From an optimization exercise on the open Yosys and OpenROAD flow, aimed at small area and a short achievable clock period; shortcuts taken in it are not production practice.
Power and IR drop assume default switching activity.

==> flow/design.v (excerpt) <==
module dfc_codec (
  input  wire         clk,
  input  wire         rst,
  input  wire         wr_valid,
  input  wire [511:0] wr_data,
  input  wire [1:0]   wr_dir,
  input  wire         wr_poison,
  output wire         wr_out_valid,
  output wire [127:0] wr_cb,
  input  wire         rd_valid,
  input  wire [639:0] rd_word,
  input  wire         rd_mark_valid,
  input  wire [3:0]   rd_mark_dev,
  output wire         rd_out_valid,
  output wire [511:0] rd_data,
  output wire [1:0]   rd_dir,
  output wire         rd_poison,
  output wire [1:0]   rd_status,
  output wire [3:0]   rd_dev
);
Size in the first run: roughly 5800 cells after synthesis, roughly 1800 I/O pins, ~0.054 mm^2 of cells after synthesis.
clock: 10.0 ns
lec_check: 0
cap_margin: 20
core_area: 5 5 415 415
die_area: 0 0 420 420
place_density: 0.6
slew_margin: 20
buffer_ports_args: -buffer_cell sky130_fd_sc_hd__buf_1
place_pins_args: -min_distance 1 -min_distance_in_tracks
standard.sh (not shown) runs the stock make flow with config.mk's settings and CLKGATE_MAP_FILE= SYNTH_SCRIPT=/design/flow/synth_recipe.tcl, a recipe that flattens the netlist after the stock synthesis.
==> flow/flow/run.sh <==
#!/bin/bash
# The standard layout, with two changes to how it is made:
#  - the port buffers that buffer_ports inserts are sky130_fd_sc_hd__buf_1
#    instead of the tool's default choice;
#  - the pins may sit one routing track apart (the default is two), so that
#    the 1815 ports fit on a smaller die.
set -euo pipefail
cat >> config.mk <<'EOC'
export BUFFER_PORTS_ARGS = -buffer_cell sky130_fd_sc_hd__buf_1
export PLACE_PINS_ARGS = -min_distance 1 -min_distance_in_tracks
EOC
bash standard.sh > standard.log 2>&1
The starting point ended with an error in global routing (5_1_grt) with GRT-0116.
Then changed:
==> flow/flow/run.sh (replaced) <==
#!/bin/bash
# The standard layout, with the port buffers that buffer_ports inserts made
# sky130_fd_sc_hd__buf_1 instead of the tool's default choice.
set -euo pipefail
echo 'export BUFFER_PORTS_ARGS = -buffer_cell sky130_fd_sc_hd__buf_1' >> config.mk
bash standard.sh > standard.log 2>&1
- CORE_AREA: 5 5 415 415 -> 5 5 395 395
- DIE_AREA: 0 0 420 420 -> 0 0 400 400
- PLACE_DENSITY: 0.6 -> 0.5
- PLACE_PINS_ARGS: -min_distance 1 -min_distance_in_tracks -> not set
=>
- The changed run did not get past I/O pin placement (3_2_place_iop)
- area after synthesis does not change
- synthesized cell count is unchanged
Then changed:
==> flow/flow/run.sh (replaced) <==
#!/bin/bash
# The standard layout, with two changes to how it is made:
#  - the port buffers that buffer_ports inserts are sky130_fd_sc_hd__buf_1
#    instead of the tool's default choice;


set -euo pipefail
cat >> config.mk <<'EOC'
export BUFFER_PORTS_ARGS = -buffer_cell sky130_fd_sc_hd__buf_1
EOC
bash standard.sh > standard.log 2>&1
- CORE_AREA: 5 5 395 395 -> 5 5 635 635
- DIE_AREA: 0 0 400 400 -> 0 0 640 640
- PLACE_DENSITY: 0.5 -> 0.6
- SETUP_SLACK_MARGIN: not set -> 5
This time the run completed without violations.
Area after synthesis is unchanged.
Synthesized cell count is unchanged.
Function was not checked in any run of this note: the RTL went through the layout flow alone.

---

## violet
dfc_codec again, from the RTL that the note above started with.
export LEC_CHECK = 0
export CAP_MARGIN = 20
export CORE_AREA = 5 5 495 495
export DIE_AREA = 0 0 500 500
export PLACE_DENSITY = 0.6
export SLEW_MARGIN = 20
export BUFFER_PORTS_ARGS = -buffer_cell sky130_fd_sc_hd__buf_1
export PLACE_PINS_ARGS = -min_distance 1 -min_distance_in_tracks
create_clock -name core_clock -period 10.0 [get_ports {clk}]
==> flow/flow/run.sh <==
#!/bin/bash
# The standard layout, with two changes to how it is made:
#  - the port buffers that buffer_ports inserts are sky130_fd_sc_hd__buf_1
#    instead of the tool's default choice;
#  - the pins may sit one routing track apart (the default is two), so that
#    the 1815 ports fit on a smaller die.
set -euo pipefail
cat >> config.mk <<'EOC'
export BUFFER_PORTS_ARGS = -buffer_cell sky130_fd_sc_hd__buf_1
export PLACE_PINS_ARGS = -min_distance 1 -min_distance_in_tracks
EOC
bash standard.sh > standard.log 2>&1
## Diff of input files: ember against violet
Settings: changing CORE_AREA from 5 5 495 495 to 5 5 635 635; removing PLACE_PINS_ARGS (formerly -min_distance 1 -min_distance_in_tracks); changing DIE_AREA from 0 0 500 500 to 0 0 640 640.
--- a/flow/flow/run.sh
+++ b/flow/flow/run.sh
@@ -5,2 +5,2 @@
-#  - the pins may sit one routing track apart (the default is two), so that
-#    the 1815 ports fit on a smaller die.
+
+
@@ -10 +9,0 @@
-export PLACE_PINS_ARGS = -min_distance 1 -min_distance_in_tracks
ember was carried through to the last stage, and its layout satisfied the timing, DRC and antenna checks. Lower part of the total power dissipated in combinational logic was reported by violet, not ember. Looking at ember and violet, the register clock-pin slew on the reported worst setup and hold paths is a wash. Measured against violet, the pin count of the biggest net entering global routing of ember comes out at 0.71 times the reference value. ember ends up with lower sequential share of layout area than violet does. On ember: synthesis-to-layout area growth is 5.9 points higher than what violet gave. ember vs. violet: wire length increased by about 36% relative to the old numbers, aggregate global-route resource usage decreased by 3.6 points relative to the old numbers.
No functional check of the RTL was part of any run of this note.

[static timing again, ports no longer ideal]
No port has a modelled driver above. Below, the same layouts with a new extraction and two added sets of constraints.
Step 1 (the two cells are an assumption about what drives the block):
set clk [get_ports {clk}]
set_driving_cell -lib_cell sky130_fd_sc_hd__clkbuf_16 $clk
set_driving_cell -lib_cell sky130_fd_sc_hd__buf_2 [delete_from_list [all_inputs] $clk]
Step 2 adds t to the input delays and takes it off the output delays; t is the mean of the earliest and latest rising clock arrival at the registers after step 1. Input paths then give back, and output paths get back, about the clock's delay inside the block.
a / b / c = ideal ports / drivers / drivers and shift; a / b = the first two.
run | shift t [ns] | setup WS [ns] | pins driven straight from the clock port
the third run of note 1 | 0.932 | 4.120 / 4.028 / 4.030 | 1
violet | 0.825 | 2.794 / 2.714 / 3.539 | 1
ember | 0.903 | 2.828 / 2.738 / 3.490 | 1
After both steps setup and hold are still met in every run listed. The setup slack of the third run of note 1, which loses most, moves by -0.092 ns with the drivers and by -0.090 ns with both steps.
